From an optimization exercise on the open Yosys and OpenROAD flow, aimed at small area; shortcuts taken in it are not production practice. Where RTL was checked, it was by simulation tests only, not by an equivalence proof against the original. Only the layout flow was run in runs 1 and 2; the RTL was not checked for function there. Power and IR drop assume default switching activity.

[design/flow/design.v]
module le_core (
    input  wire        clk,
    input  wire        rst,
    input  wire        issue,
    input  wire        deliver,
    input  wire [2:0]  op,
    input  wire [31:0] a,
    input  wire [31:0] b,
    input  wire        gt,
    input  wire        eq,
    output wire        busy,
    output wire        done,
    output reg  [31:0] res
);
    localparam O_ADD = 3'd1, O_MUL = 3'd2, O_DIV = 3'd3, O_SELLT = 3'd4,
               O_SELGT = 3'd5, O_PASS = 3'd6;
    localparam C_IDLE = 4'd0, C_NIN = 4'd1, C_ALIGN = 4'd2, C_ADDS = 4'd3,
               C_MUL = 4'd4, C_DIV = 4'd5, C_MOVE = 4'd6, C_NORM = 4'd7,
               C_ROUND = 4'd8, C_DONE = 4'd9;
    reg [3:0]  cs;
    reg [27:0] P, Q;
    reg [23:0] M;
    reg signed [9:0] E;
    reg [4:0]  cnt;
    reg        S, ZS, SUB, ST, RND, ISDIV;
    reg        NAN;
    assign busy = (cs != C_IDLE) && (cs != C_DONE);
    assign done = (cs == C_DONE);
    wire [7:0]  ea = a[30:23], eb = b[30:23];
    wire [22:0] fa = a[22:0],  fb = b[22:0];
    wire        sa = a[31],    sb = b[31];
    wire a_ez = (ea == 8'd0), b_ez = (eb == 8'd0);
    wire a_em = (ea == 8'hFF), b_em = (eb == 8'hFF);
    wire a_fz = (fa == 23'd0), b_fz = (fb == 23'd0);
    wire a_nan = a_em & ~a_fz, b_nan = b_em & ~b_fz;
    wire a_inf = a_em & a_fz,  b_inf = b_em & b_fz;
    wire a_zero = a_ez & a_fz, b_zero = b_ez & b_fz;
    wire a_sub = a_ez & ~a_fz, b_sub = b_ez & ~b_fz;
    wire [7:0]  ea1 = {ea[7:1], ea[0] | a_ez};
    wire [7:0]  eb1 = {eb[7:1], eb[0] | b_ez};
    wire [23:0] ma = {~a_ez, fa};
    wire [23:0] mb = {~b_ez, fb};
    wire nn = ~a_nan & ~b_nan & ~(a_zero & b_zero);
    wire ge = gt | eq;
    wire flt_ab = nn & ((sa != sb) ? sa : (sa ? gt : ~ge));
    wire flt_ba = nn & ((sa != sb) ? sb : (sa ? ~ge : gt));
    reg        selx;
    always @* begin
        case (op)
            O_ADD:   selx = ge;
            O_SELLT: selx = ~flt_ab;
            O_SELGT: selx = ~flt_ba;
            O_MUL:   selx = 1'b0;
            default: selx = 1'b1;
        endcase
    end
    wire [23:0] mx  = selx ? ma : mb;
    wire [23:0] mz  = selx ? mb : ma;
    wire [7:0]  ex1 = selx ? ea1 : eb1;
    wire [7:0]  ez1 = selx ? eb1 : ea1;
    wire        sx  = selx ? sa : sb;
    wire        x_nan = selx ? a_nan : b_nan;
    wire        x_inf = selx ? a_inf : b_inf;
    wire        opmul = (op == O_MUL);
    wire signed [9:0] texp = $signed({2'b00, ex1}) + (opmul ? $signed({2'b00, ez1}) : -$signed({2'b00, ez1}));
    wire [4:0]  dcap = (texp > 10'sd27) ? 5'd27 : texp[4:0];
    reg  [27:0] yop;
    reg         yneg;
    always @* begin
        yop  = 28'd0;
        yneg = 1'b0;
        case (cs)
            C_MUL:   yop = Q[3] ? {1'b0, M, 3'b000} : 28'd0;
            C_DIV:   begin yop = {1'b0, M, 3'b000}; yneg = 1'b1; end
            C_ADDS:  begin yop = {Q[27:1], Q[0] | ST}; yneg = SUB; end
            C_ROUND: yop = {24'd0, P[2] & (P[1] | P[0] | ST | P[3]), 3'b000};
            default: ;
        endcase
    end
    wire [28:0] sum = {1'b0, P} + {1'b0, yop ^ {28{yneg}}} + {28'd0, yneg};
    wire        dge = sum[28];           
    wire pz = (P == 28'd0);
    wire [27:0] pre = (cs == C_DIV && !dge) ? P : sum;    
    reg p_sr, p_sl, p_q, q_sr, q_sl, q_clr, m_sl, e_inc, e_dec, c_dec, st_in;
    reg [3:0] cs_n;
    always @* begin
        p_sr = 1'b0; p_sl = 1'b0; p_q = 1'b0; q_sr = 1'b0; q_sl = 1'b0; q_clr = 1'b0;
        m_sl = 1'b0; e_inc = 1'b0; e_dec = 1'b0; c_dec = 1'b0; st_in = 1'b0;
        cs_n = cs;
        case (cs)
            C_NIN: begin
                if (!M[23]) begin
                    m_sl = 1'b1; e_inc = ISDIV; e_dec = ~ISDIV;
                end else if (ISDIV ? !P[26] : !Q[26]) begin
                    p_sl = ISDIV; q_sl = ~ISDIV; e_dec = 1'b1;
                end else
                    cs_n = ISDIV ? C_DIV : C_MUL;
            end
            C_ALIGN: begin
                if (cnt == 5'd27) begin
                    q_clr = 1'b1; st_in = |Q; cs_n = C_ADDS;
                end else if (cnt != 5'd0) begin
                    q_sr = 1'b1; st_in = Q[0]; c_dec = 1'b1;
                end else
                    cs_n = C_ADDS;
            end
            C_ADDS: begin q_clr = 1'b1; cs_n = C_NORM; end
            C_MUL: begin
                q_sr = 1'b1;
                if (cnt != 5'd0) begin p_sr = 1'b1; st_in = pre[0]; c_dec = 1'b1; end
                else cs_n = C_NORM;
            end
            C_DIV: begin
                p_sl = 1'b1; q_sl = 1'b1; c_dec = 1'b1;
                if (cnt == 5'd0) cs_n = C_MOVE;
            end
            C_MOVE: begin p_q = 1'b1; q_clr = 1'b1; cs_n = C_NORM; end
            C_NORM: begin
                if (P[27]) begin
                    p_sr = 1'b1; st_in = P[0]; e_inc = 1'b1;
                end else if (!P[26] && (E > 10'sd1) && !pz) begin
                    p_sl = 1'b1; e_dec = 1'b1;
                end else if ((E < 10'sd1) && !pz) begin
                    p_sr = 1'b1; st_in = P[0]; e_inc = 1'b1;
                end else
                    cs_n = RND ? C_DONE : C_ROUND;
            end
            C_ROUND: cs_n = C_NORM;
            C_DONE: if (deliver) cs_n = C_IDLE;
            default: cs_n = C_IDLE;
        endcase
    end
    always @(posedge clk) begin
        if (rst) begin
            cs <= C_IDLE;
        end else if (issue) begin
            ST  <= 1'b0;
            RND <= 1'b0;
            ISDIV <= (op == O_DIV);
            M   <= mb;
            case (op)
                O_MUL, O_DIV: begin
                    P <= (opmul | b_inf) ? 28'd0 : {1'b0, mx, 3'b000};
                    Q <= opmul ? {1'b0, mz, 3'b000} : 28'd0;
                    E <= (a_inf | (opmul ? b_inf : b_zero)) ? 10'sd255
                         : texp + (opmul ? -10'sd127 : 10'sd126);
                    S <= sa ^ sb;
                    ZS <= sa ^ sb;
                    SUB <= 1'b0;
                    cnt <= opmul ? 5'd23 : 5'd27;
                    if (opmul)
                        NAN <= a_nan | b_nan | (a_inf & b_zero) | (b_inf & a_zero);
                    else
                        NAN <= a_nan | b_nan | (a_zero & b_zero) | (a_inf & b_inf);
                    if (a_nan | b_nan | a_inf | b_inf | a_zero | b_zero | (opmul & a_sub & b_sub))
                        cs <= C_DONE;
                    else
                        cs <= C_NIN;
                end
                default: begin   
                    P <= {1'b0, mx, 3'b000};
                    Q <= (op == O_ADD) ? {1'b0, mz, 3'b000} : 28'd0;
                    E <= $signed({2'b00, ex1});
                    S <= sx;
                    ZS <= (op == O_ADD) ? (sa & sb) : sx;
                    SUB <= (op == O_ADD) & (sa ^ sb);
                    cnt <= (op == O_ADD) ? dcap : 5'd0;
                    if (op == O_ADD) begin
                        NAN <= a_nan | b_nan | (a_inf & b_inf & (sa ^ sb));
                        cs <= (a_nan | b_nan | a_inf | b_inf) ? C_DONE : C_ALIGN;
                    end else begin
                        NAN <= x_nan;
                        cs <= (x_nan | x_inf) ? C_DONE : C_ALIGN;
                    end
                end
            endcase
        end else begin
            cs <= cs_n;
            if (cs == C_ROUND) RND <= 1'b1;
            P <= p_q ? Q : p_sr ? {1'b0, pre[27:1]} : p_sl ? {pre[26:0], 1'b0} : pre;
            if (q_clr)     Q <= 28'd0;
            else if (q_sr) Q <= {1'b0, Q[27:1]};
            else if (q_sl) Q <= {Q[26:0], dge};
            if (m_sl) M <= {M[22:0], 1'b0};
            if (e_inc)      E <= E + 10'sd1;
            else if (e_dec) E <= E - 10'sd1;
            if (c_dec) cnt <= cnt - 5'd1;
            else if (cs == C_ALIGN && cnt == 5'd27) cnt <= 5'd0;
            if (cs == C_ADDS) ST <= 1'b0;
            else if (cs == C_MOVE) ST <= ~pz;
            else ST <= ST | st_in;
        end
    end
    always @* begin
        if (NAN)
            res = 32'h7FC00000;
        else if (E > 10'sd254)
            res = {S, 8'hFF, 23'd0};
        else if (pz)
            res = {ZS, 31'd0};
        else
            res = {S, P[26] ? E[7:0] : 8'd0, P[25:3]};
    end
endmodule
module le_law (
    input  wire        clk,
    input  wire        rst,
    input  wire        cfg_we,
    input  wire [3:0]  cfg_addr,
    input  wire [31:0] cfg_wdata,
    input  wire        in_valid,
    output wire        in_ready,
    input  wire [31:0] in_y,
    input  wire [31:0] in_sp,
    input  wire [31:0] in_ff,
    output reg         out_valid,
    output reg         out_fail,
    output wire [31:0] out_us,
    output wire [31:0] out_r,
    output wire [31:0] out_e,
    output wire [31:0] out_u
);
    localparam W_KP = 0, W_KI = 1, W_KD = 2, W_TF = 3, W_KFF = 4, W_KAW = 5,
               W_UMIN = 6, W_UMAX = 7, W_RATE = 8, W_TS = 9, W_IINIT = 10,
               W_I = 11, W_D = 12, W_XP = 13, W_R = 14, W_T = 15,
               W_1 = 16, W_WE = 17, W_WU = 18, W_WUS = 19;
    localparam NW = 20;
    localparam NCFG = 11;
    localparam O_NONE = 3'd0, O_ADD = 3'd1, O_MUL = 3'd2, O_DIV = 3'd3,
               O_SELLT = 3'd4, O_SELGT = 3'd5, O_PASS = 3'd6;
    reg  [3:0] ph;
    wire       last = (ph == 4'd15);
    reg        run;           
    reg  [5:0] slot;
    reg        rep;           
    reg        first, cond, rz, fail;
    reg        dsrc;
    reg  [1:0] ffsrc;
    reg        clr;           
    reg        cw0;           
    wire core_busy, core_done;
    wire [31:0] core_res;
    wire act = run & ~rep;    
    reg  [16*NW-1:0] wl, wh;       
    reg  [NW-1:0]    wen;
    reg  [NW-1:0]    dl, dh;
    wire [NW-1:0]    tl, th;       
    genvar gi;
    generate
        for (gi = 0; gi < NW; gi = gi + 1) begin : g_w
            assign tl[gi] = wl[16*gi];
            assign th[gi] = wh[16*gi];
            always @(posedge clk) begin
                wl[16*gi +: 16] <= {wen[gi] ? dl[gi] : tl[gi], wl[16*gi+1 +: 15]};
                wh[16*gi +: 16] <= {wen[gi] ? dh[gi] : th[gi], wh[16*gi+1 +: 15]};
            end
        end
    endgenerate
    function [1:0] rd(input integer k);
        rd = {th[k], tl[k]};
    endfunction
    wire [4:0] b0 = {ph, 1'b0};
    wire [4:0] b1 = {ph, 1'b1};
    wire [1:0] s_cfg = {cfg_wdata[b1], cfg_wdata[b0]};
    wire [1:0] s_y   = {in_y[b1],  in_y[b0]};
    wire [1:0] s_sp  = {in_sp[b1], in_sp[b0]};
    wire [1:0] s_ff  = {in_ff[b1], in_ff[b0]};
    reg  [15:0] xal, xah, xbl, xbh;
    wire [1:0]  s_acc = {xah[0], xal[0]};
    reg  [1:0]  bus_a, bus_b;
    reg         neg_a, neg_b;
    wire [1:0]  in_a = rep ? s_acc : {bus_a[1] ^ (neg_a & last), bus_a[0]};
    wire [1:0]  in_b = rep ? {xbh[0], xbl[0]} : {bus_b[1] ^ (neg_b & last), bus_b[0]};
    wire [15:0] nal = {in_a[0], xal[15:1]}, nah = {in_a[1], xah[15:1]};
    wire [15:0] nbl = {in_b[0], xbl[15:1]}, nbh = {in_b[1], xbh[15:1]};
    reg  [31:0] a_next, b_next;
    integer     i;
    always @* begin
        for (i = 0; i < 16; i = i + 1) begin
            a_next[2*i] = nal[i]; a_next[2*i+1] = nah[i];
            b_next[2*i] = nbl[i]; b_next[2*i+1] = nbh[i];
        end
    end
    reg  cgt, ceq;
    wire [1:0] ma2 = {in_a[1] & ~last, in_a[0]};
    wire [1:0] mb2 = {in_b[1] & ~last, in_b[0]};
    wire       pgt = (ph == 4'd0) ? 1'b0 : cgt;
    wire       peq = (ph == 4'd0) ? 1'b1 : ceq;
    wire       ngt = (ma2 != mb2) ? (ma2 > mb2) : pgt;
    wire       neq = peq & (ma2 == mb2);
    reg  spd;
    wire nspd = ((ph == 4'd0) ? 1'b0 : spd) | (s_sp != rd(W_T));
    wire [1:0] s_tp  = cond ? s_sp : rd(W_T);
    wire [1:0] s_r0  = cond ? s_y  : rd(W_R);
    wire [1:0] s_ip  = first ? rd(W_IINIT) : rd(W_I);
    wire [1:0] s_dp  = first ? 2'b00 : rd(W_D);
    wire [1:0] s_ny  = {s_y[1] ^ last, s_y[0]};
    wire [1:0] s_ffv = (ffsrc == 2'd1) ? s_ff : (ffsrc == 2'd2) ? rd(W_WU) : 2'b00;
    reg  [2:0] op;
    reg        chk;
    reg  [4:0] cap;       
    localparam CAP_NONE = 5'd31;
    always @* begin
        bus_a = 2'b00; bus_b = 2'b00; neg_a = 1'b0; neg_b = 1'b0;
        op = O_NONE; chk = 1'b0; cap = CAP_NONE;
        case (slot)
            6'd0:  begin bus_a = rd(W_RATE); bus_b = rd(W_TS); op = O_MUL; end      
            6'd1:  begin bus_a = s_tp; bus_b = s_r0; neg_b = 1'b1; op = O_ADD; end  
            6'd2:  begin bus_a = rd(W_TF); bus_b = rd(W_TS); op = O_ADD;            
                         cap = W_WE; end                                            
            6'd3:  begin bus_a = s_acc; bus_b = rd(W_WE); neg_b = 1'b1; op = O_SELLT; end  
            6'd4:  begin bus_a = rd(W_TF); bus_b = s_acc; op = O_DIV;               
                         cap = W_WU; end                                            
            6'd5:  begin bus_a = s_acc; bus_b = rd(W_WE); op = O_SELGT; end         
            6'd6:  begin bus_a = rd(W_KD); bus_b = rd(W_WU); op = O_DIV;            
                         cap = W_WUS; end                                           
            6'd7:  begin bus_a = rz ? s_tp : s_r0; bus_b = s_acc;                   
                         op = rz ? O_PASS : O_ADD; chk = 1'b1; end
            6'd8:  begin bus_a = rd(W_WUS); bus_b = s_dp; op = O_MUL;               
                         cap = W_1; end                                             
            6'd9:  begin bus_a = s_acc; bus_b = s_y; neg_b = 1'b1; op = O_ADD;      
                         chk = 1'b1; cap = W_WU; end                                
            6'd10: begin cap = W_WUS; end                                           
            6'd11: begin bus_a = dsrc ? s_acc : s_ny;                               
                         bus_b = first ? (dsrc ? s_acc : s_ny) : rd(W_XP);
                         neg_b = 1'b1; op = O_ADD; cap = W_WE; end                  
            6'd12: begin bus_a = rd(W_KP); bus_b = rd(W_WE); op = O_MUL; end        
            6'd13: begin bus_a = rd(W_1); bus_b = s_acc; op = O_MUL; end            
            6'd14: begin bus_a = s_acc; bus_b = s_ip; op = O_ADD; end               
            6'd15: begin bus_a = rd(W_WUS); bus_b = s_acc; op = O_ADD; end          
            6'd16: begin bus_a = rd(W_KFF); bus_b = s_ffv; op = O_MUL;              
                         cap = W_1; end                                             
            6'd17: begin bus_a = rd(W_1); bus_b = s_acc; op = O_ADD;                
                         cap = W_1; end                                             
            6'd18: begin cap = W_WUS; end                                           
            6'd19: begin bus_a = s_acc; bus_b = rd(W_WUS); op = O_ADD; chk = 1'b1; end  
            6'd20: begin bus_a = rd(W_WU); op = O_PASS; end                         
            6'd21: begin bus_a = s_acc; bus_b = rd(W_UMIN); op = O_SELLT;           
                         cap = W_WU; end                                            
            6'd22: begin cap = W_WUS; end                                           
            6'd23: begin bus_a = s_acc; bus_b = rd(W_UMAX); op = O_SELGT; chk = 1'b1; end  
            6'd25: begin bus_a = s_acc; bus_b = rd(W_WU); neg_b = 1'b1; op = O_ADD;  
                         cap = W_WUS; end                                           
            6'd26: begin bus_a = rd(W_KAW); bus_b = rd(W_TS); op = O_MUL; end       
            6'd27: begin bus_a = rd(W_KI); bus_b = rd(W_TS); op = O_MUL;            
                         cap = W_1; end                                             
            6'd28: begin bus_a = s_acc; bus_b = rd(W_1); op = O_MUL; end            
            6'd29: begin bus_a = s_acc; bus_b = rd(W_WE); op = O_MUL; end           
            6'd30: begin cap = W_1; end                                             
            6'd31: begin bus_a = s_ip; bus_b = s_acc; op = O_ADD; end               
            6'd33: begin bus_a = s_acc; bus_b = rd(W_1); op = O_ADD; end            
            default: ;
        endcase
    end
    wire commit_s = act & (slot == 6'd25) & ~fail;    
    wire commit_i = act & (slot == 6'd35) & ~fail;    
    wire [1:0] s_x = dsrc ? rd(W_WE) : s_ny;
    wire cfg_wr = ~run & ~clr & cfg_we;
    wire take_cfg = cfg_wr & cw0 & last;
    wire take_smp = act & (slot == 6'd25) & last;
    assign in_ready = take_cfg | take_smp;
    integer k;
    always @* begin
        wen = {NW{1'b0}};
        dl  = {NW{1'b0}};
        dh  = {NW{1'b0}};
        for (k = 0; k < NCFG; k = k + 1) begin
            wen[k] = clr | (cfg_wr & (cfg_addr == k));
            dl[k] = s_cfg[0] & ~clr; dh[k] = s_cfg[1] & ~clr;
        end
        wen[W_I]  = commit_i;           dl[W_I]  = s_acc[0];    dh[W_I]  = s_acc[1];
        wen[W_D]  = commit_s;           dl[W_D]  = tl[W_1];     dh[W_D]  = th[W_1];
        wen[W_XP] = commit_s;           dl[W_XP] = s_x[0];      dh[W_XP] = s_x[1];
        wen[W_R]  = commit_s;           dl[W_R]  = tl[W_WUS];   dh[W_R]  = th[W_WUS];
        wen[W_T]  = commit_s & cond;    dl[W_T]  = s_sp[0];     dh[W_T]  = s_sp[1];
        for (k = W_1; k < NW; k = k + 1) begin
            wen[k] = act & (cap == k);
            dl[k] = s_acc[0]; dh[k] = s_acc[1];
        end
    end
    wire bnd   = last & run;
    wire adv   = bnd & ~core_busy;
    wire issue = adv & (op != O_NONE);
    reg  ck;     
    le_core u_core (.clk(clk), .rst(rst), .issue(issue), .deliver(adv), .op(op),
                    .a(a_next), .b(b_next), .gt(ngt), .eq(neq),
                    .busy(core_busy), .done(core_done), .res(core_res));
    wire pnan_y  = (in_y[30:23] == 8'hFF) && (in_y[22:0] != 0);
    wire pnan_sp = (in_sp[30:23] == 8'hFF) && (in_sp[22:0] != 0);
    wire pnan_ff = (in_ff[30:23] == 8'hFF) && (in_ff[22:0] != 0);
    wire pnan = pnan_y | pnan_sp | ((ffsrc == 2'd1) & pnan_ff);
    integer j;
    always @(posedge clk) begin
        if (adv & core_done) begin
            for (j = 0; j < 16; j = j + 1) begin
                xal[j] <= core_res[2*j];
                xah[j] <= core_res[2*j+1];
            end
        end else begin
            xal <= nal; xah <= nah;
        end
        xbl <= nbl; xbh <= nbh;
        cgt <= ngt; ceq <= neq;
        spd <= nspd;
        out_valid <= 1'b0;
        if (rst) begin
            ph <= 4'd0;
            run <= 1'b0;
            slot <= 6'd0;
            rep <= 1'b0;
            first <= 1'b1;
            fail <= 1'b0;
            clr <= 1'b1;
            dsrc <= 1'b0;
            ffsrc <= 2'd0;
            cw0 <= 1'b0;
            out_fail <= 1'b0;
        end else begin
            ph <= ph + 4'd1;
            if (ph == 4'd0) cw0 <= cfg_wr;
            if (take_cfg) begin
                if (cfg_addr == 4'd11) begin dsrc <= cfg_wdata[0]; ffsrc <= cfg_wdata[2:1]; end
                if (cfg_addr == 4'd12) first <= 1'b1;
            end
            if (last) clr <= 1'b0;
            if (~run) begin
                if (last & in_valid & ~clr) begin
                    run  <= 1'b1;
                    slot <= 6'd0;
                    rep  <= 1'b0;
                    fail <= 1'b0;
                end
            end else if (last) begin
                if (core_busy) begin
                    rep <= 1'b1;
                end else begin
                    rep <= 1'b0;
                    if (core_done & ck & (&core_res[30:23])) fail <= 1'b1;
                    if (slot <= 6'd24 && pnan) fail <= 1'b1;
                    if (issue) ck <= chk;
                    if (slot == 6'd0) begin
                        cond <= first | nspd;
                        rz <= (a_next[30:0] == 31'd0);
                    end
                    if (slot == 6'd35) begin
                        run <= 1'b0;
                        out_valid <= 1'b1;
                        out_fail <= fail;
                        if (~fail) first <= 1'b0;
                    end else
                        slot <= slot + 6'd1;
                end
            end
        end
    end
    genvar go;
    generate
        for (go = 0; go < 16; go = go + 1) begin : g_o
            assign out_us[2*go] = wl[16*W_WUS + go]; assign out_us[2*go+1] = wh[16*W_WUS + go];
            assign out_r[2*go]  = wl[16*W_R + go];   assign out_r[2*go+1]  = wh[16*W_R + go];
            assign out_e[2*go]  = wl[16*W_WE + go];  assign out_e[2*go+1]  = wh[16*W_WE + go];
            assign out_u[2*go]  = wl[16*W_WU + go];  assign out_u[2*go+1]  = wh[16*W_WU + go];
        end
    endgenerate
endmodule
[design/flow/flow/run.sh]
#!/bin/bash
# Layout: the standard flow, with the port buffers made from the smallest
# buffer cell instead of the one buffer_ports picks by itself. Every input and
# output port still gets its own buffer. The whole make output goes to
# flow_make.log in the work folder.
set -euo pipefail
export BUFFER_PORTS_ARGS="-buffer_cell sky130_fd_sc_hd__buf_1"
bash standard.sh "BUFFER_PORTS_ARGS=-buffer_cell sky130_fd_sc_hd__buf_1" finish > flow_make.log 2>&1
[design/flow/standard.sh]
#!/bin/bash
# synth_recipe.tcl (not shown) runs the flow's synth.tcl, then flattens the netlist and writes it again
# the make line also repeats each setting of config.mk as NAME=value (left out here)
make -C /OpenROAD-flow-scripts/flow DESIGN_CONFIG=/design/flow/config.mk WORK_HOME=/design/flow/orfs CLKGATE_MAP_FILE= SYNTH_SCRIPT=/design/flow/synth_recipe.tcl "${@:-finish}"
[design/flow/config.mk]
export PLATFORM = sky130hd
export DESIGN_NAME = le_law
export DESIGN_NICKNAME = le_law
export VERILOG_FILES = /design/flow/design.v
export SDC_FILE = /design/flow/constraint.sdc
export NUM_CORES = 4
export LEC_CHECK = 0
export ABC_CLOCK_PERIOD_IN_PS = 16000
export CAP_MARGIN = 20
export CORE_MARGIN = 2
export CORE_UTILIZATION = 65
export CTS_CLUSTER_DIAMETER = 100
export CTS_CLUSTER_SIZE = 30
export SLEW_MARGIN = 20
[design/flow/constraint.sdc]
create_clock -name core_clock -period 20.0 [get_ports {clk}]
set_input_delay 4.0000 -clock core_clock [delete_from_list [all_inputs] [get_ports {clk}]]
set_output_delay 4.0000 -clock core_clock [all_outputs]
set_load 0.01 [all_outputs]
==> results of run 1 <==
==> worst register-to-register path, delay by kind of cell, from the launching register on <==
family                     cells  cell delay (ps)
AOI/OAI and AO/OA             13             3010
adders and majority gates      3              980
and+or+nand+nor                9             2040
buffers and inverters          3             1400
muxes                          4             1370
DFF                            1              580
xor gates and xnor gates       2              470
==> how the worst max path moves through the flow <==
stage / from / to / slack [ps] / depth (start not counted)
after global routing: in_ff[13] / u_core.E[9]$_DFFE_PP_ / 6950 / 34
after global placement: in_ff[15] / u_core.E[9]$_DFFE_PP_ / 7170 / 35
final: in_ff[15] / u_core.E[9]$_DFFE_PP_ / 7460 / 34
after detailed placement: in_ff[15] / u_core.E[9]$_DFFE_PP_ / 7070 / 35
after CTS: in_ff[15] / u_core.E[9]$_DFFE_PP_ / 7670 / 35
after floorplan: in_ff[31] / u_core.E[9]$_DFFE_PP_ / 8540 / 40
==> stage by stage <==
step | utilization (%) | instance area (µm²) | hold slack (ps) | power [µW] | instances
2_1_floorplan | - | 31300 | 310 | 2570 | 2833
3_5_place_dp | 66.7 | 31800 | 312 | 2800 | 3479
5_1_grt | 68.8 | 32800 | 329 | 3800 | 3529
4_1_cts | 68.8 | 32800 | 323 | 3630 | 3529
6_report | 68.8 | 32800 | 315 | 3640 | 3529
3_3_place_gp | 66.7 | 31800 | 310 | 2780 | 3479
==> cell type report <==
cell class | count | area share, %
sequential | 837 | 54.3
clock inverter | 6 | 0.298
tap | 615 | 2.35
timing repair buffer | 294 | 3.69
multi-input combinational | 1671 | 35.9
clock buffer | 44 | 2.77
inverter | 62 | 0.710
==> layout by cell type, fill, tap and decap left out, types with 12 or more instances in the layout <==
| cell | count |
|---|---|
| o21ai_0 | 120 |
| nor2_1 | 141 |
| xor2_1 | 27 |
| nand4_1 | 39 |
| clkbuf_16 | 35 |
| edfxtp_1 | 105 |
| a22o_1 | 23 |
| nand3_1 | 59 |
| a21oi_1 | 125 |
| buf_1 | 266 |
| a31oi_1 | 16 |
| mux2i_1 | 132 |
| mux4_2 | 29 |
| xnor2_1 | 65 |
| a22oi_1 | 29 |
| nand2b_1 | 27 |
| inv_1 | 58 |
| o21bai_1 | 12 |
| nor4_1 | 52 |
| nor2b_1 | 23 |
| ha_1 | 60 |
| o22ai_1 | 55 |
| nor3_1 | 41 |
| buf_4 | 28 |
| dfxtp_1 | 731 |
| mux2_2 | 33 |
| o221ai_1 | 14 |
| a211oi_1 | 21 |
| o211ai_1 | 14 |
| and2_1 | 18 |
| or2_2 | 13 |
| a21o_1 | 27 |
| and3_1 | 17 |
| nand2_1 | 219 |
| or3_1 | 15 |
==> where the power goes <==
group	switching [µW]	total, µW	internal [µW]
clock network	511	845	335
registers	106	1920	1810
logic	505	877	373
total	1120	3640	2520
==> registers in the layout, indices dropped and copies added (netlist names), 2 cells and up <==
name,count
ffsrc,2
ph,4
slot,6
u_core.E,10
u_core.M,24
u_core.P,28
u_core.Q,28
u_core.cnt,5
u_core.cs,4
wh,320
wl,320
xah,16
xal,16
xbh,16
xbl,16
==> kinds of logic after synthesis <==
group	Yosys count
and+or+nand+nor	746
xor gates and xnor gates	92
AOI/OAI and AO/OA	576
buffers and inverters	325
adders and majority gates	63
muxes	194
DFF	837
==> metal layers <==
| layer | part of all wire, % | vias to the layer above |
|---|---|---|
| met5 | 0 | - |
| met4 | 4.5 | 0 |
| met3 | 7.8 | 218 |
| met2 | 47 | 1234 |
| met1 | 41 | 10700 |
| li1 | - | 10200 |
==> metrics.md, run 1 <==
| Metric | Value |
|---|---|
| Status | finished clean |
| Post-synth top cells | dfxtp_1, nand2_1, nor2_1, buf_4, mux2i_1 |
| Post-synthesis sequential area ratio | between 50% and 60% |
| Worst path required time | roughly 20,000 ps |
| CTS Hold Bufs | 0 |
| Cts repair resizes | 0 |
| Total congestion overflow | 0 |
| Synth unique cells | between 90 and 100 |
| Die area | 49,900 µm² |
| Final antenna-violating net count | 0 |
| Cell count after synthesis | 2,833 |
| DR iter-0 viols | 2,265 |
| Syn-to-layout area delta | 4.83% |
| Sequential standard cell area | ~18,000 µm² |
| CTS root buf | clkbuf_16 |
| Vias in the first global route | between 20,000 and 25,000 |
| CTS Buffer Depth | 3 |
| Routed vias | 22,300 |
| Post-Synth Simple-Gate Area | 12.2% |
| Setup TNS | 0 ps |
| Worst R2R End | u_core.E[9]$_DFFE_PP_ |
| Num ports | about 270 |
| Crit end category | flip-flop |
| Post-Synth Adder-Cell Area | between 2 and 3% |
| TritonCTS clock tree | built |
| Highest-delay cell along the critical path | buf_4 |
| RD Place Congestion | about 0.96 |
| Highest net fanout along the worst path | 55 |
| GR Util met2 | about 53% |
| Area leader, netlist | dfxtp_1 |
| Top-count cell post-synth | dfxtp_1 |
| Initial Utilization | approximately two thirds |
| Synth warn | 2 |
| Skew-Pair Late Insertion Delay | 610 ps |
| Reg2reg start | ph[0]$_SDFF_PP0_ |
| Avg WL per Cell | ~23 µm |
| Main flop type after synthesis | dfxtp_1 |
| Row count | 80 |
| Largest family of logic cells by synthesized area | compound AO/OA/AOI/OAI gates |
| Largest net degree at the start of global routing | 63 |
| Post-detail-place hpwl | about 57,000 µm |
| DR pass1 iterations | 6 |
| Post-route DRC | 0 |
| XOR/XNOR share of the synthesized area | 2.58% |
| Final period util | ~63% |
| Fmax | 0.0797 GHz |
| Least-Margin Pin Slew | between 1000 and 1500 ps |
| Unrepaired setup endpoints after global routing | no |
| Slew HR | between 20% and 30% |
| Reg2reg setup slack | 9870 ps |
| LEAKAGE | between 0.01 and 0.015 µW |
| Fin worst setup slack | ~7500 ps |
| CP Class | in2reg |
| Multiplexer share of the synthesized area | between 7 and 8% |
| Final Hold Viols | 0 |
| Clock sink count | about 840 |
| Most common cell on crit path | a21oi_1 |
| Synth area leaders | dfxtp_1, edfxtp_1, mux2i_1 |
| Ys async rst share | 0% |
| CTS buffer count | 34 |
| Share of the synthesized area in the top cell type | between 40% and 50% |
| Vias per Instance | ~6.3 |
| Worst path arrival time | around 13,000 ps |
| Avg Cell Area, Syn | 11.0 µm² |
| Die X | between 200 and 250 µm |
| Yosys reg bits | 837 |
| Layout cell share with drive strength beyond 1 | 6.45% |
| Die height | ~220 µm |
| Final Skew | between 20 and 30 ps |
| Clock Pin Slew Worst Setup and Hold Paths | between 100 and 150 ps |
| EDFF count, synth | roughly 110 |
| Layout Nets | approximately 3,100 |
| Fin. max-slew vios | 0 |
| Area of the multi-input gates | about 12,000 µm² |
| Min-delay src | wl[202]$_DFF_P_ |
| Maximum VDD drop | 107 µV |
| First-pass GRT wire length | about 130,000 µm |
| Final setup viols | 0 |
| Port buffer count | roughly 270 |
| Max Cap Viol | 0 |
| H-tree depth | 2 |
| Power Density | 111 nW/µm² |
| Worst path bufs/invs | 3 |
| Post-CTS Setup Bufs | 0 |
| Core area | ~48,000 µm² |
| Routed WL | between 80,000 and 90,000 µm |
| Initial antenna violation count | 1 |
| Number of cells on the worst reg-to-reg path | 34 |
| Worst hold endpoint | wl[201]$_DFF_P_ |
| Syn nets | approximately 3,000 |
| Antenna Cells | 0 |
| GR peak layer | met2 |
| Startpoint types | primary input |
| GR Util met1 | a little over two fifths |
| Met3 Use GR | under 10% |
| Fillcell total | 3,496 |
| Hold Path Depth | 0 |
| Place WS | 7070 ps |
| Final min period | approximately 13,000 ps |
| Mapped Area | roughly 31,000 µm² |
| CP top delay family | compound AO/OA/AOI/OAI gates |
| Compound-cell area share of the yosys netlist | between 10% and 20% |
| Slowest stage delay, CP | approximately 710 ps |
| Hold Path Class | reg2reg |
| Total Routing Usage GR | 32.4% |
==> run 2: changes to the inputs <==
--- a/design/flow/config.mk
+++ b/design/flow/config.mk
@@ -8,7 +8,7 @@
 export ABC_CLOCK_PERIOD_IN_PS = 16000
 export CAP_MARGIN = 20
 export CORE_MARGIN = 2
-export CORE_UTILIZATION = 65
-export CTS_CLUSTER_DIAMETER = 100
-export CTS_CLUSTER_SIZE = 30
+export CORE_UTILIZATION = 72
+export CTS_CLUSTER_DIAMETER = 80
+export CTS_CLUSTER_SIZE = 25
 export SLEW_MARGIN = 20
==> run 2 against run 1 <==
Net effect: global-route usage grew 7.9 points; area after synthesis is the same; first-iteration DRC count grew 28%; worst setup slack gained 110 ps; clock power grew 15%; worst hold slack gained 12 ps; power grew 3.8%; sequential cell count is the same; via count grew 5.4%; final area grew 0.75%; clock-buffer cell count grew 8; clock skew grew 22 ps; largest cell class unchanged; highest routed layer is now met5.
==> metrics.md, run 2 <==
| Metric | Value |
|---|---|
| Status | finished clean (unchanged) |
| CTS root buf | clkbuf_16 (unchanged) |
| Skew-Pair Late Insertion Delay | 630 ps (was 610 ps) |
| CTS Hold Bufs | 0 (unchanged) |
| Synth unique cells | 96 (unchanged) |
| Place WS | 7180 ps (was 7070 ps) |
| Post-synth top cells | dfxtp_1, nand2_1, nor2_1, buf_4, mux2i_1 (unchanged) |
| Post-CTS Setup Bufs | 0 (unchanged) |
| Clock Pin Slew Worst Setup and Hold Paths | 100 ps (was 110 ps) |
| H-tree depth | 2 (unchanged) |
| Clock sink count | 837 (unchanged) |
| CP Class | in2reg (unchanged) |
| Num ports | 267 (unchanged) |
| Final Skew | 48.3 ps (was 26.7 ps) |
| Highest net fanout along the worst path | 36 (was 55) |
| Internal power | 2600 µW (was 2520 µW) |
| Avg Cell Area, Syn | 11.0 µm² (unchanged) |
| Routed vias | 23,500 (was 22,300) |
| Largest net degree at the start of global routing | 49 (was 63) |
| Yosys reg bits | 837 (unchanged) |
| Vias in the first global route | 23,600 (was 21,600) |
| Final Hold Viols | 0 (unchanged) |
| Post-synthesis sequential area ratio | 56.9% (unchanged) |
| Biggest regs | wh x320, wl x320 (unchanged) |
| Post-detail-place hpwl | 63,200 µm (was 57,300 µm) |
| Die X | 212 µm (was 223 µm) |
| Routed WL | 91,900 µm (was 82,400 µm) |
| Most common cell after layout, fill and taps aside | dfxtp_1 (unchanged) |
| LEAKAGE | 0.0127 µW (was 0.0126 µW) |
| Initial antenna violation count | 5 (was 1) |
| Syn nets | 3,032 (unchanged) |
| Total Routing Usage GR | 40.3% (was 32.4%) |
| Share of the synthesized area in the top cell type | 46.8% (unchanged) |
| Avg WL per Cell | 26.1 µm (was 23.4 µm) |
| Most frequent cells in the layout | dfxtp_1, buf_1, nand2_1 (unchanged) |
| Min Hold Slack | 327 ps (was 315 ps) |
| Synth area leaders | dfxtp_1, edfxtp_1, mux2i_1 (unchanged) |
| First-pass GRT wire length | 137,000 µm (was 125,000 µm) |
| Row count | 76 (was 80) |
| Area leader, netlist | dfxtp_1 (unchanged) |
| Post-route DRC | 0 (unchanged) |
| RD Place Congestion | 0.987 (was 0.958) |
| Least-Margin Pin Slew | 1170 ps (was 1160 ps) |
| Reg2reg setup slack | 9950 ps (was 9870 ps) |
| Layout cell share with drive strength beyond 1 | 6.87% (was 6.45%) |
| Crit end category | flip-flop (unchanged) |
| Highest-delay cell along the critical path | nor4_1 (was buf_4) |
| Startpoint types | primary input (unchanged) |
| Fin worst setup slack | 7570 ps (was 7460 ps) |
| Layout Nets | 3,107 (was 3,099) |
| DR pass1 iterations | 7 (was 6) |
| Fmax | 0.0805 GHz (was 0.0797 GHz) |
| Syn-to-layout area delta | 5.62% (was 4.83%) |
| Post-layout util | 76.9% (was 68.8%) |
| Final min period | 12,430 ps (was 12,540 ps) |
| Area after DPL | 31,700 µm² (was 31,800 µm²) |
| Core area | 43,000 µm² (was 47,600 µm²) |
| Slew HR | 22.1% (was 22.5%) |
| Cts repair resizes | 0 (unchanged) |
| Initial Utilization | 72.8% (was 65.6%) |
| Total congestion overflow | 0 (unchanged) |
| Slowest stage delay, CP | 610 ps (was 710 ps) |
| Die area | 45,100 µm² (was 49,900 µm²) |
| Reg power frac | 50.7% (was 52.7%) |
| Max Cap Viol | 0 (unchanged) |
| Power Density | 114 nW/µm² (was 111 nW/µm²) |
| DR iter-0 viols | 2,908 (was 2,265) |
| Vias per Instance | 6.69 (was 6.32) |
| Die height | 212 µm (was 223 µm) |
| Hold Path Class | reg2reg (unchanged) |
| Ys async rst share | 0% (unchanged) |
| Top-count cell post-synth | dfxtp_1 (unchanged) |
| Sw frac | 31.3% (was 30.8%) |
| Clock Power Share | 25.6% (was 23.2%) |
| Synth warn | 2 (unchanged) |
| TritonCTS clock tree | built (unchanged) |
| Most common cell on crit path | a21oi_1 (unchanged) |
| Maximum VDD drop | 99.3 µV (was 107 µV) |
| Cell count after synthesis | 2,833 (unchanged) |
| Mapped Area | 31,300 µm² (unchanged) |
| CTS Buffer Depth | 3 (unchanged) |
| Worst path arrival time | 12,790 ps (was 12,900 ps) |
| Final period util | 62.1% (was 62.7%) |
| Fin. max-slew vios | 0 (unchanged) |
| EDFF count, synth | 105 (unchanged) |
| Net Switching | 1180 µW (was 1120 µW) |
| Final setup viols | 0 (unchanged) |
| Port buffer count | 266 (unchanged) |
| Design Area, Final | 33,000 µm² (was 32,800 µm²) |
| Unrepaired setup endpoints after global routing | no (unchanged) |
| Main flop type after synthesis | dfxtp_1 (unchanged) |
| CTS buffer count | 42 (was 34) |
| Setup TNS | 0 ps (unchanged) |
| Logic pwr share | 23.6% (was 24.1%) |
| Worst path required time | 20,360 ps (about the same) |
| Final antenna-violating net count | 0 (unchanged) |
-- run 2: logic make-up after synthesis --
kind of cell,count (synthesis),share of synthesized area [%]
buffers and inverters,325,5.74
and+or+nand+nor,746,12.2
xor gates and xnor gates,92,2.58
muxes,194,7.50
DFF,837,56.9
adders and majority gates,63,2.59
AOI/OAI and AO/OA,576,12.5
-- run 2: metrics by stage --
stage | cells | power (µW)
final | 3514 | 3780
after floorplan | 2833 | 2570
after global placement | 3448 | 2760
after global routing | 3514 | 3900
after detailed placement | 3448 | 2800
after CTS | 3511 | 3740
-- run 2: worst paths after layout --
check,from,end,cells after the start
max,in_ff[31],u_core.E[9]$_DFFE_PP_,38
min,wh[105]$_DFF_P_,wh[104]$_DFF_P_,0
max reg2reg,slot[4]$_SDFFE_PP0P_,u_core.E[9]$_DFFE_PP_,38
min reg2reg,wh[105]$_DFF_P_,wh[104]$_DFF_P_,0
-- run 2: area by class of cell --
type | instances | area [µm²]
Timing Repair Buffer | 294 | 1210
Tap cell | 585 | 732
Fill cell | 2680 | 9950
Sequential cell | 837 | 17800
Multi-Input combinational cell | 1671 | 11800
Clock buffer | 52 | 1100
Antenna cell | 2 | 5.00
Clock inverter | 11 | 180
Inverter | 62 | 233
-- run 2: power by group through the flow --
stage / clock [µW] / combinational (µW) / sequential [µW]
2_1_floorplan: 0 / 668 / 1900
6_report: 969 / 892 / 1920
3_3_place_gp: 0 / 819 / 1940
5_1_grt: 1020 / 956 / 1920
4_1_cts: 966 / 864 / 1910
3_5_place_dp: 0 / 849 / 1950
-- run 2: critical path, delay by kind of cell --
kind | cells | cell delay (ps)
buffers and inverters | 4 | 800
adders and majority gates | 4 | 1490
muxes | 4 | 1060
xor gates and xnor gates | 1 | 170
AOI/OAI and AO/OA | 15 | 3230
and+or+nand+nor | 10 | 2000
-- run 2: per-layer routing --
metal	vias to the layer above	share of wire, %	track usage, %
met5	-	0.032	0
met4	4	7.4	25.9
met3	497	9.6	7.93
met2	1689	47	67.2
met1	11100	36	47.7
li1	10200	-	-
==> run 3: changes to the inputs <==
--- a/design/flow/design.v
+++ b/design/flow/design.v
@@ -177,6 +177,7 @@
         end else begin
             cs <= cs_n;
             if (cs == C_ROUND) RND <= 1'b1;
+            if (cs == C_NORM && pz) S <= ZS;
             P <= p_q ? Q : p_sr ? {1'b0, pre[27:1]} : p_sl ? {pre[26:0], 1'b0} : pre;
             if (q_clr)     Q <= 28'd0;
             else if (q_sr) Q <= {1'b0, Q[27:1]};
@@ -191,15 +192,13 @@
             else ST <= ST | st_in;
         end
     end
+    wire ovf = (E > 10'sd254);
+    wire xs  = ovf | NAN;
     always @* begin
-        if (NAN)
-            res = 32'h7FC00000;
-        else if (E > 10'sd254)
-            res = {S, 8'hFF, 23'd0};
-        else if (pz)
-            res = {ZS, 31'd0};
-        else
-            res = {S, P[26] ? E[7:0] : 8'd0, P[25:3]};
+        res[31]    = S & ~NAN;
+        res[30:23] = xs ? 8'hFF : (P[26] ? E[7:0] : 8'd0);
+        res[22]    = NAN | (~xs & P[25]);
+        res[21:0]  = xs ? 22'd0 : P[24:3];
     end
 endmodule
 module le_law (
@@ -214,7 +213,7 @@
     input  wire [31:0] in_sp,
     input  wire [31:0] in_ff,
     output reg         out_valid,
-    output reg         out_fail,
+    output wire        out_fail,
     output wire [31:0] out_us,
     output wire [31:0] out_r,
     output wire [31:0] out_e,
@@ -414,7 +413,6 @@
             dsrc <= 1'b0;
             ffsrc <= 2'd0;
             cw0 <= 1'b0;
-            out_fail <= 1'b0;
         end else begin
             ph <= ph + 4'd1;
             if (ph == 4'd0) cw0 <= cfg_wr;
@@ -445,7 +443,6 @@
                     if (slot == 6'd35) begin
                         run <= 1'b0;
                         out_valid <= 1'b1;
-                        out_fail <= fail;
                         if (~fail) first <= 1'b0;
                     end else
                         slot <= slot + 6'd1;
@@ -453,6 +450,7 @@
             end
         end
     end
+    assign out_fail = fail;
     genvar go;
     generate
         for (go = 0; go < 16; go = go + 1) begin : g_o
--- a/design/flow/config.mk
+++ b/design/flow/config.mk
@@ -8,7 +8,7 @@
 export ABC_CLOCK_PERIOD_IN_PS = 16000
 export CAP_MARGIN = 20
 export CORE_MARGIN = 2
-export CORE_UTILIZATION = 72
-export CTS_CLUSTER_DIAMETER = 80
+export CORE_UTILIZATION = 65
+export CTS_CLUSTER_DIAMETER = 100
 export CTS_CLUSTER_SIZE = 25
 export SLEW_MARGIN = 20
==> run 3 against run 2 <==
Net effect: critical path depth fell by 4; area after synthesis barely moved; final area fell by 0.20%; worst hold slack got worse by 15 ps; power rose by 2.7%; sequential cell count fell by 1; largest cell class unchanged; clock power fell by 5.7%; first-iteration DRC count rose by 0.14%; clock-buffer cell count fell by 2; core utilization fell by 7.7 points.
==> metrics.md, run 3 <==
| Metric | Value |
|---|---|
| Status | finished clean (unchanged) |
| Biggest regs | wh x320, wl x320 (unchanged) |
| Layout cell share with drive strength beyond 1 | 6.20% (was 6.87%) |
| Max Cap Viol | 0 (unchanged) |
| Maximum VDD drop | 100 µV (was 99.3 µV) |
| Vias in the first global route | 22,200 (was 23,600) |
| Fin. max-slew vios | 0 (unchanged) |
| Slew HR | 18.9% (was 22.1%) |
| Yosys reg bits | 836 (was 837) |
| Avg WL per Cell | 25.5 µm (was 26.1 µm) |
| Post-Synth Adder-Cell Area | 2.59% (about the same) |
| Hold Path Class | reg2reg (unchanged) |
| XOR/XNOR share of the synthesized area | 2.57% (was 2.58%) |
| Reg2reg setup slack | 9750 ps (was 9950 ps) |
| CP Class | in2reg (unchanged) |
| Area after DPL | 31,800 µm² (was 31,700 µm²) |
| RD Place Congestion | 0.997 (was 0.987) |
| Synth unique cells | 99 (was 96) |
| Largest family of logic cells by synthesized area | simple AND/OR/NAND/NOR gates (was compound AO/OA/AOI/OAI gates) |
| Crit end category | flip-flop (unchanged) |
| CTS root buf | clkbuf_16 (unchanged) |
| Final antenna-violating net count | 0 (unchanged) |
| Design Area, Final | 33,000 µm² (about the same) |
| Fmax | 0.0811 GHz (was 0.0805 GHz) |
| Final period util | 61.6% (was 62.1%) |
| Largest net degree at the start of global routing | 70 (was 49) |
| Post-synthesis sequential area ratio | 56.8% (was 56.9%) |
| Post-CTS Setup Bufs | 0 (unchanged) |
| Worst path arrival time | 12,750 ps (was 12,790 ps) |
| Most frequent cells in the layout | dfxtp_1, buf_1, nand2_1 (unchanged) |
| LEAKAGE | 0.0125 µW (was 0.0127 µW) |
| Final Skew | 38.0 ps (was 48.3 ps) |
| Avg Cell Area, Syn | 10.8 µm² (was 11.0 µm²) |
| Total congestion overflow | 0 (unchanged) |
| Multiplexer share of the synthesized area | 7.15% (was 7.50%) |
| Unrepaired setup endpoints after global routing | no (unchanged) |
| Fin worst setup slack | 7670 ps (was 7570 ps) |
| Synth area leaders | dfxtp_1, edfxtp_1, mux2i_1 (unchanged) |
| Skew-Pair Late Insertion Delay | 630 ps (about the same) |
| Row count | 80 (was 76) |
| EDFF count, synth | 105 (unchanged) |
| Core area | 47,600 µm² (was 43,000 µm²) |
| Syn-to-layout area delta | 5.35% (was 5.62%) |
| Clock sink count | 836 (was 837) |
| Compound-cell area share of the yosys netlist | 12.1% (was 12.5%) |
| Syn nets | 3,087 (was 3,032) |
| Clock Pin Slew Worst Setup and Hold Paths | 110 ps (was 100 ps) |
| CTS Buffer Depth | 3 (unchanged) |
| Num ports | 267 (unchanged) |
| Port buffer count | 266 (unchanged) |
| Most common cell on crit path | a21oi_1 (unchanged) |
| Initial antenna violation count | 2 (was 5) |
| Slowest stage delay, CP | 720 ps (was 610 ps) |
| Least-Margin Pin Slew | 1210 ps (was 1170 ps) |
| Final Total Pwr | 3880 µW (was 3780 µW) |
| Die area | 49,900 µm² (was 45,100 µm²) |
| Final min period | 12,330 ps (was 12,430 ps) |
| DR iter-0 viols | 2,912 (was 2,908) |
| Initial Utilization | 65.7% (was 72.8%) |
| Place WS | 6830 ps (was 7180 ps) |
| Routed WL | 92,000 µm (was 91,900 µm) |
| DR pass1 iterations | 8 (was 7) |
| Ys async rst share | 0% (unchanged) |
| Synth warn | 2 (unchanged) |
| First-pass GRT wire length | 137,000 µm (about the same) |
| Highest-delay cell along the critical path | o21ai_1 (was nor4_1) |
| Post-synth top cells | dfxtp_1, nand2_1, mux2i_1, buf_4, nor2_1 (was dfxtp_1, nand2_1, nor2_1, buf_4, mux2i_1) |
| Power Density | 118 nW/µm² (was 114 nW/µm²) |
| Die X | 223 µm (was 212 µm) |
| Die height | 223 µm (was 212 µm) |
| Area leader, netlist | dfxtp_1 (unchanged) |
| Worst path required time | 20,430 ps (was 20,360 ps) |
| Top-count cell post-synth | dfxtp_1 (unchanged) |
| Final Hold Viols | 0 (unchanged) |
| Share of the synthesized area in the top cell type | 46.8% (about the same) |
| H-tree depth | 2 (unchanged) |
| TritonCTS clock tree | built (unchanged) |
| Layout Nets | 3,170 (was 3,107) |
| Total Routing Usage GR | 36.1% (was 40.3%) |
| Startpoint types | primary input (unchanged) |
| Mapped Area | 31,300 µm² (about the same) |
| Cell count after synthesis | 2,888 (was 2,833) |
| Final setup viols | 0 (unchanged) |
| Routed vias | 23,100 (was 23,500) |
| Cts repair resizes | 0 (unchanged) |
| Highest net fanout along the worst path | 12 (was 36) |
| CTS buffer count | 40 (was 42) |
| Vias per Instance | 6.41 (was 6.69) |
| Post-route DRC | 0 (unchanged) |
| Setup TNS | 0 ps (unchanged) |
| CTS Hold Bufs | 0 (unchanged) |
| Post-Synth Simple-Gate Area | 12.8% (was 12.2%) |
| Most common cell after layout, fill and taps aside | dfxtp_1 (unchanged) |
| Post-detail-place hpwl | 65,800 µm (was 63,200 µm) |
| Main flop type after synthesis | dfxtp_1 (unchanged) |
-- run 3: per-layer routing --
layer / vias to the layer above / global-route usage (%) / wire length [µm]
li1: 10400 / - / -
met1: 11100 / 49.2 / 37200
met2: 1421 / 56.6 / 41200
met3: 235 / 8.40 / 9790
met4: 2 / 12.9 / 3690
met5: - / 0 / 12
-- run 3: kinds of logic (layout without fill, tap and decap cells) --
family                   count (synthesis)  after routing
AO/OA/AOI/OAI                          577            577
XOR/XNOR                                92             92
adder cells (fa/ha/maj)                 63             63
buffers and inverters                  322            420
flip-flops                             836            836
multiplexers                           193            193
other                                    0              2
AND/OR/NAND/NOR                        805            805
-- run 3: path summary, 6_finish.rpt --
path,from,endpoint,cells after the start
max,in_y[3],u_core.E[9]$_DFFE_PP_,34
min,wl[242]$_DFF_P_,wl[241]$_DFF_P_,0
min reg2reg,wl[242]$_DFF_P_,wl[241]$_DFF_P_,0
max reg2reg,ph[1]$_SDFF_PP0_,u_core.E[9]$_DFFE_PP_,34
-- run 3: area by class of cell --
cell class,instances,area [µm²]
timing repair buffer,304,1300
multi-input combinational,1730,11700
clock buffer,50,1040
clock inverter,7,114
inverter,59,221
tap,615,769
sequential,836,17800
fill,3413,14700
antenna,2,5.00
-- run 3: worst max-delay path, delay by kind of cell --
| family | cells | cell delay (ps) |
|---|---|---|
| xor gates and xnor gates | 1 | 240 |
| and+or+nand+nor | 7 | 1530 |
| muxes | 4 | 1240 |
| AOI/OAI and AO/OA | 16 | 4310 |
| adders and majority gates | 4 | 1230 |
| buffers and inverters | 2 | 190 |
-- run 3: metrics by stage --
step	utilization, %	hold slack (ps)	cells
global route	69.2	322	3602
detailed placement	66.7	312	3543
finish	69.2	312	3603
CTS	69.1	318	3600
floorplan	-	310	2888
global placement	66.7	310	3543
-- run 3: power breakdown --
group          total (µW)  switching (µW)  internal [µW]
sequential           1940             121           1820
clock                 914             534            381
combinational        1030             616            415

-- re-timing with driven ports --
Ports are ideal in the flow. The routed layouts listed here were re-timed in OpenROAD.
Step 1: set_driving_cell puts a clkbuf_16 on clk and a buf_2 on each other input, an assumption about the parent block.
Step 2, shift: input delay + t, output delay - t, t = (earliest + latest rising clock arrival at the registers) / 2. This alone moves slack from input paths to output paths.
Slacks: ideal ports / drivers / drivers and shift; pairs: ideal ports / drivers.
| run | shift t [ns] | setup slack, ns | worst setup path at the end |
|---|---|---|---|
| run 1 | 0.649 | 7.458 / 7.485 / 6.835 | input to register |
| run 2 | 0.666 | 7.571 / 7.585 / 6.919 | input to register |
| run 3 | 0.675 | 7.673 / 7.704 / 7.028 | input to register |
After both steps every run listed still meets setup and hold. The setup slack of run 2, which loses most, moves by +0.014 ns with the drivers and by -0.652 ns with both steps.
